What follows belongs to an exercise in optimizing a design on an open flow for small area, a short achievable clock period and few clock cycles per item; a production flow would make more cautious choices.
Only simulation tests tie the RTL to the original design; equivalence was not proved.

## casub_flit_enc
module casub_flit_enc (
    input  wire        clk,
    input  wire        rst,         
    input  wire        in_valid,
    output wire        in_ready,
    input  wire [63:0] in_data,
    output wire        out_valid,
    input  wire        out_ready,
    output wire [63:0] out_data,
    output wire        out_last
);
Size: roughly 27000 µm² of cells after synthesis.
==> flow/config.mk <==
export PLATFORM = sky130hd
export DESIGN_NAME = casub_flit_enc
export DESIGN_NICKNAME = casub_flit_enc
export VERILOG_FILES = /design/flow/design.v
export SDC_FILE = /design/flow/constraint.sdc
export NUM_CORES = 4
export LEC_CHECK = 0
export CAP_MARGIN = 20
export CORE_MARGIN = 2
export CORE_UTILIZATION = 40
export PLACE_DENSITY = 0.6
export SLEW_MARGIN = 20
==> flow/constraint.sdc <==
create_clock -name core_clock -period 10.0 [get_ports {clk}]
set_input_delay 2.0000 -clock core_clock [delete_from_list [all_inputs] [get_ports {clk}]]
set_output_delay 2.0000 -clock core_clock [all_outputs]
set_load 0.01 [all_outputs]
standard.sh (not shown) runs the stock make flow with config.mk's settings and CLKGATE_MAP_FILE= SYNTH_SCRIPT=/design/flow/synth_recipe.tcl, a recipe that flattens the netlist after the stock synthesis.
==> flow/flow/run.sh <==
#!/bin/bash
# The standard layout, except:
#  - synthesis is ORFS's synthesis script unchanged, but ABC maps with
#    flow/abc_map.script (area-oriented mapping with no up-sizing; the timing
#    repair later sizes the critical paths) and the 3-input XOR/XNOR cells are
#    added to DONT_USE_CELLS for this step. Registers are mapped by the same
#    dfflibmap pass, so their names and cell types match the standard synthesis.
set -euo pipefail
DU="sky130_fd_sc_hd__probe_p_8 sky130_fd_sc_hd__probec_p_8 sky130_fd_sc_hd__lpflow_bleeder_1 sky130_fd_sc_hd__lpflow_clkbufkapwr_1 sky130_fd_sc_hd__lpflow_clkbufkapwr_16 sky130_fd_sc_hd__lpflow_clkbufkapwr_2 sky130_fd_sc_hd__lpflow_clkbufkapwr_4 sky130_fd_sc_hd__lpflow_clkbufkapwr_8 sky130_fd_sc_hd__lpflow_clkinvkapwr_1 sky130_fd_sc_hd__lpflow_clkinvkapwr_16 sky130_fd_sc_hd__lpflow_clkinvkapwr_2 sky130_fd_sc_hd__lpflow_clkinvkapwr_4 sky130_fd_sc_hd__lpflow_clkinvkapwr_8 sky130_fd_sc_hd__lpflow_decapkapwr_12 sky130_fd_sc_hd__lpflow_decapkapwr_3 sky130_fd_sc_hd__lpflow_decapkapwr_4 sky130_fd_sc_hd__lpflow_decapkapwr_6 sky130_fd_sc_hd__lpflow_decapkapwr_8 sky130_fd_sc_hd__lpflow_inputiso0n_1 sky130_fd_sc_hd__lpflow_inputiso0p_1 sky130_fd_sc_hd__lpflow_inputiso1n_1 sky130_fd_sc_hd__lpflow_inputiso1p_1 sky130_fd_sc_hd__lpflow_inputisolatch_1 sky130_fd_sc_hd__lpflow_isobufsrc_1 sky130_fd_sc_hd__lpflow_isobufsrc_16 sky130_fd_sc_hd__lpflow_isobufsrc_2 sky130_fd_sc_hd__lpflow_isobufsrc_4 sky130_fd_sc_hd__lpflow_isobufsrc_8 sky130_fd_sc_hd__lpflow_isobufsrckapwr_16 sky130_fd_sc_hd__lpflow_lsbuf_lh_hl_isowell_tap_1 sky130_fd_sc_hd__lpflow_lsbuf_lh_hl_isowell_tap_2 sky130_fd_sc_hd__lpflow_lsbuf_lh_hl_isowell_tap_4 sky130_fd_sc_hd__lpflow_lsbuf_lh_isowell_4 sky130_fd_sc_hd__lpflow_lsbuf_lh_isowell_tap_1 sky130_fd_sc_hd__lpflow_lsbuf_lh_isowell_tap_2 sky130_fd_sc_hd__lpflow_lsbuf_lh_isowell_tap_4  sky130_fd_sc_hd__xor3_1 sky130_fd_sc_hd__xor3_2 sky130_fd_sc_hd__xor3_4 sky130_fd_sc_hd__xnor3_1 sky130_fd_sc_hd__xnor3_2 sky130_fd_sc_hd__xnor3_4"
cp -r "$FLOW_HOME/scripts" myscripts
cp flow/abc_map.script myscripts/abc_speed.script
bash standard.sh SCRIPTS_DIR="$PWD/myscripts" "DONT_USE_CELLS=$DU" synth > flow_synth.log 2>&1
bash standard.sh SETUP_SLACK_MARGIN=6.6 'BUFFER_PORTS_ARGS=-buffer_cell sky130_fd_sc_hd__buf_1' CTS_CLUSTER_SIZE=22 CTS_CLUSTER_DIAMETER=100 TNS_END_PERCENT=30 finish > flow_standard.log 2>&1
==> flow/flow/abc_map.script <==
&get -n
&st
&dch
&nf
&put
The starting point completed with no timing, DRC or antenna violations.
Testbench counts at the start, summed over its fixed seeds: cycles 12,296, flits 384.
Rerun with:
--- a/flow/flow/run.sh
+++ b/flow/flow/run.sh
@@ -13 +13 @@
-bash standard.sh SETUP_SLACK_MARGIN=6.6 'BUFFER_PORTS_ARGS=-buffer_cell sky130_fd_sc_hd__buf_1' CTS_CLUSTER_SIZE=22 CTS_CLUSTER_DIAMETER=100 TNS_END_PERCENT=30 finish > flow_standard.log 2>&1
+bash standard.sh SETUP_SLACK_MARGIN=6.75 'BUFFER_PORTS_ARGS=-buffer_cell sky130_fd_sc_hd__buf_1' CTS_CLUSTER_SIZE=22 CTS_CLUSTER_DIAMETER=100 finish > flow_standard.log 2>&1
Result: Design area increases by 6.3%. Count of clock-buffer cells in the layout increases by 1. Sequential cell count does not change. Non-clock buffer count increases by 79. Hold slack is about the same. Via count increases by 1.4%. Maximum frequency increases by 2.7%.
Rerun with:
--- a/flow/flow/run.sh
+++ b/flow/flow/run.sh
@@ -13 +13 @@
-bash standard.sh SETUP_SLACK_MARGIN=6.75 'BUFFER_PORTS_ARGS=-buffer_cell sky130_fd_sc_hd__buf_1' CTS_CLUSTER_SIZE=22 CTS_CLUSTER_DIAMETER=100 finish > flow_standard.log 2>&1
+bash standard.sh SETUP_SLACK_MARGIN=6.5 'BUFFER_PORTS_ARGS=-buffer_cell sky130_fd_sc_hd__buf_1' CTS_CLUSTER_SIZE=22 CTS_CLUSTER_DIAMETER=100 finish > flow_standard.log 2>&1
=> The new run finished with timing, DRC and antenna clean; worst setup slack loses 80 ps; design area shrinks by about 7%; wire length shrinks by 1.5%; worst hold slack hardly moves.

[port drivers added, routing unchanged]
Ports are ideal in the flow. The routed layouts listed here were re-timed in OpenROAD.
Step 1: set_driving_cell puts a clkbuf_16 on clk and a buf_2 on each other input, an assumption about the parent block.
Step 2 times the ports against the registers' clock, not the clock port: input delays grow and output delays shrink by t, the midpoint of the rising clock arrivals with the driver on.
a / b / c = no drivers / after step 1 / after step 2; a / b = the first two.
run | t (ns) | slack for setup (ns) | hold WS [ns] | clock arrival spread, ns
the first run | 0.633 | 6.496 / 6.496 / 6.095 | 0.468 / 0.468 / 0.468 | 0.035 / 0.034
the second run | 0.619 | 6.589 / 6.520 / 6.208 | 0.469 / 0.469 / 0.469 | 0.027 / 0.027
the third run | 0.617 | 6.509 / 6.509 / 6.053 | 0.469 / 0.469 / 0.469 | 0.028 / 0.028
After both steps every run listed still meets setup and hold. The setup slack of the third run, which loses most, moves by 0.000 ns with the drivers and by -0.456 ns with both steps.
